Source: an optimization exercise on an open RTL-to-GDS flow (aim: small area, a short achievable clock period and few clock cycles per item). Production flows keep margins and buffers that such runs may drop.
The RTL was checked by simulation tests, not by an equivalence proof against the original design.

build 77:
==> flow/design.v (excerpt) <==
module tile_alu (
    input  wire        clk,
    input  wire        rst,
    input  wire        in_valid,
    output wire        in_ready,
    input  wire        in_first,      
    input  wire [7:0]  in_op,
    input  wire [1:0]  in_mod,
    input  wire [17:0] in_srca,       
    input  wire [17:0] in_srcb,       
    input  wire [39:0] in_a,          
    input  wire        in_at,
    input  wire [39:0] in_b,          
    input  wire        in_bt,
    input  wire [39:0] in_hi,         
    input  wire        in_ht,
    input  wire [39:0] in_d,          
    input  wire        in_dt,
    output reg         out_valid,
    output reg         out_wr,        
    output reg  [39:0] out_res,       
    output reg         out_t,         
    output reg         out_sat,       
    output reg         out_chk,       
    output reg         out_c,         
    output reg         out_ct         
);
Size: about 620 flip-flops, roughly 0.083 sq mm of cells after synthesis.
clock: 24.0 ns
lec_check: 0
abc_clock_period_in_ps: 6000
cap_margin: 20
core_margin: 2
core_utilization: 40
place_density: 0.5
slew_margin: 20
standard.sh (not shown) runs the stock make flow with config.mk's settings and CLKGATE_MAP_FILE= SYNTH_SCRIPT=/design/flow/synth_recipe.tcl, a recipe that flattens the netlist after the stock synthesis.
==> flow/flow/run.sh <==
#!/bin/bash
set -uo pipefail
MARGIN=${MARGIN:-18}
bash standard.sh SETUP_SLACK_MARGIN=$MARGIN \
  "BUFFER_PORTS_ARGS=-buffer_cell sky130_fd_sc_hd__buf_2" finish > standard.log 2>&1
status=$?
tail -20 standard.log
exit $status
Testbench counts of build 77, summed over its fixed seeds: cycles 160,032, slots 160,000.
[inputs] build 9 vs build 77
--- a/flow/design.v
+++ b/flow/design.v
@@ -46,23 +46,23 @@
     reg         v0, first0;
     reg  [39:0] a0, b0, hi0, d0;
     reg         at0, bt0, ht0, dt0;
     reg  [1:0]  mod0;
     reg         mneg0;                         
     reg         o_mov, o_add, o_sub, o_min, o_max, o_abs, o_neg, o_clamp, o_sel, o_cmplt,
                 o_cmple, o_shl, o_shr, o_ldi, o_macz, o_mac, o_msu, o_accst, o_muls,
                 o_integ, o_chk;
     always @(posedge clk) begin
         v0 <= rst ? 1'b0 : in_valid;
         first0 <= in_first;
-        a0 <= in_a;  b0 <= b0_n;  hi0 <= in_hi;  d0 <= in_d;
+        a0 <= in_a;  b0 <= b0_n;  hi0 <= in_hi;  d0 <= (in_op == OP_CLAMP) ? 40'd0 : in_d;
         at0 <= in_at; bt0 <= in_bt; ht0 <= in_ht; dt0 <= in_dt;
         mod0 <= in_mod;
         mneg0 <= (in_mod == 2'b01) & !(i_nop | i_ldi | i_accst);
         o_mov <= in_op == OP_MOV; o_add <= in_op == OP_ADD; o_sub <= in_op == OP_SUB;
         o_min <= in_op == OP_MIN; o_max <= in_op == OP_MAX; o_abs <= in_op == OP_ABS;
         o_neg <= in_op == OP_NEG; o_clamp <= in_op == OP_CLAMP; o_sel <= in_op == OP_SEL;
         o_cmplt <= in_op == OP_CMPLT; o_cmple <= in_op == OP_CMPLE;
         o_shl <= i_shl; o_shr <= i_shr; o_ldi <= i_ldi;
         o_macz <= in_op == OP_MACZ; o_mac <= in_op == OP_MAC; o_msu <= in_op == OP_MSU;
         o_accst <= i_accst; o_muls <= in_op == OP_MULS32; o_integ <= in_op == OP_INTEG;
         o_chk <= in_op == OP_CHK;
@@ -111,28 +111,23 @@
     wire [41:0] j2s, j2c;
     csa #(42) u_j2 (.x(d42), .y(x42), .z(nh42), .s(j2s), .c(j2c));
     wire [41:0] j2   = j2s + {j2c[40:0], mci};
     wire        j2_m1   = &(j2s ^ {j2c[40:0], mci});
     wire        bmin    = b0 == MIN40;
     wire        himax   = hi0 == MAX40;
     wire        himin   = hi0 == MIN40;
     wire        bad     = {~b0[39], b0[38:0]} > {~hi0[39], hi0[38:0]};
     wire        i_lt_b  = integ_ovf ? (integ_neg & !bmin) : j1[41];
     wire        i_gt_hi = integ_ovf ? (!integ_neg & !himax) : !j2[41];
     wire        i_eq_hi = integ_ovf ? (integ_neg ? himin : himax) : j2_m1;
-    wire [40:0] ah      = {hi0[39], hi0} + ~x41 + {40'd0, !mci};
-    wire        a_gt_hi = ah[40];
-    wire        y_lt_b    = o_integ ? i_lt_b : lt;
-    wire        y_gt_hi   = o_integ ? i_gt_hi : a_gt_hi;
-    wire [39:0] cy        = o_integ ? integ_x : a1_n;
-    wire [39:0] clamp_res = bad ? hi0 : (y_lt_b ? b0 : (y_gt_hi ? hi0 : cy));
+    wire [39:0] clamp_res = bad ? hi0 : (i_lt_b ? b0 : (i_gt_hi ? hi0 : integ_x));
     wire        integ_c   = bad ? !i_eq_hi : (i_lt_b | i_gt_hi);
     wire        pick_a = o_mov | o_abs | o_neg | o_shl | o_shr | (o_min & lt) | (o_max & !lt) | (o_sel & c_cur);
     wire        pick_b = o_ldi | (o_min & !lt) | (o_max & lt) | (o_sel & !c_cur);
     wire        pick_s = o_add | o_sub;
     wire        pick_c = o_clamp | o_integ;
     wire [39:0] res1_n = ({40{pick_a}} & a1_n) | ({40{pick_b}} & b0) |
                          ({40{pick_s}} & sum_sat) | ({40{pick_c}} & clamp_res);
     wire        wr1_n  = o_mov | o_add | o_sub | o_min | o_max | o_abs | o_neg | o_clamp | o_sel |
                          o_shl | o_shr | o_ldi | o_accst | o_muls | o_integ;
     wire        tab    = at0 | bt0;
     wire        t1_n   = o_sel ? ((c_cur ? at0 : bt0) | ct_cur) :
### Flow results
Diff build 77 -> build 9 | wire length | down by a few percent. In the reports for build 77 and build 9, the smaller number of standard cells after synthesis belongs to build 9. In the flow results for build 77 and build 9, the count of clock-buffer cells in the layout is larger on build 77. met1 capacity usage during global routing was lower in build 9 than in build 77. Row period utilization: build 9 higher / build 77 lower.
Testbench counts of build 9, summed over its fixed seeds: cycles 160,032, slots 160,000.

re-timing with driven ports:
The flow's constraints put no driver on any port. The routed layouts listed below were extracted and timed again, unchanged, in two steps.
Step 1 (the two cells are an assumption about what drives the block):
set clk [get_ports {clk}]
set_driving_cell -lib_cell sky130_fd_sc_hd__clkbuf_16 $clk
set_driving_cell -lib_cell sky130_fd_sc_hd__buf_2 [delete_from_list [all_inputs] $clk]
Step 2 also shifts input and output timing later by t, the mid clock arrival at the registers, as if the neighbouring blocks saw the same clock.
Slacks: ideal ports / drivers / drivers and shift; pairs: ideal ports / drivers.
run	shift t [ns]	setup WS [ns]	hold WS [ns]	worst setup path after step 2	worst data-port slew with drivers (ns)
build 77	0.823	17.948 / 17.944 / 17.370	0.327 / 0.327 / 0.327	input to register	0.10
build 9	0.803	17.852 / 17.852 / 17.327	0.306 / 0.306 / 0.306	input to register	0.08
After both steps every run listed still meets setup and hold. For build 77, which loses most, drivers alone change the setup slack by -0.004 ns; drivers and shift together by -0.578 ns.
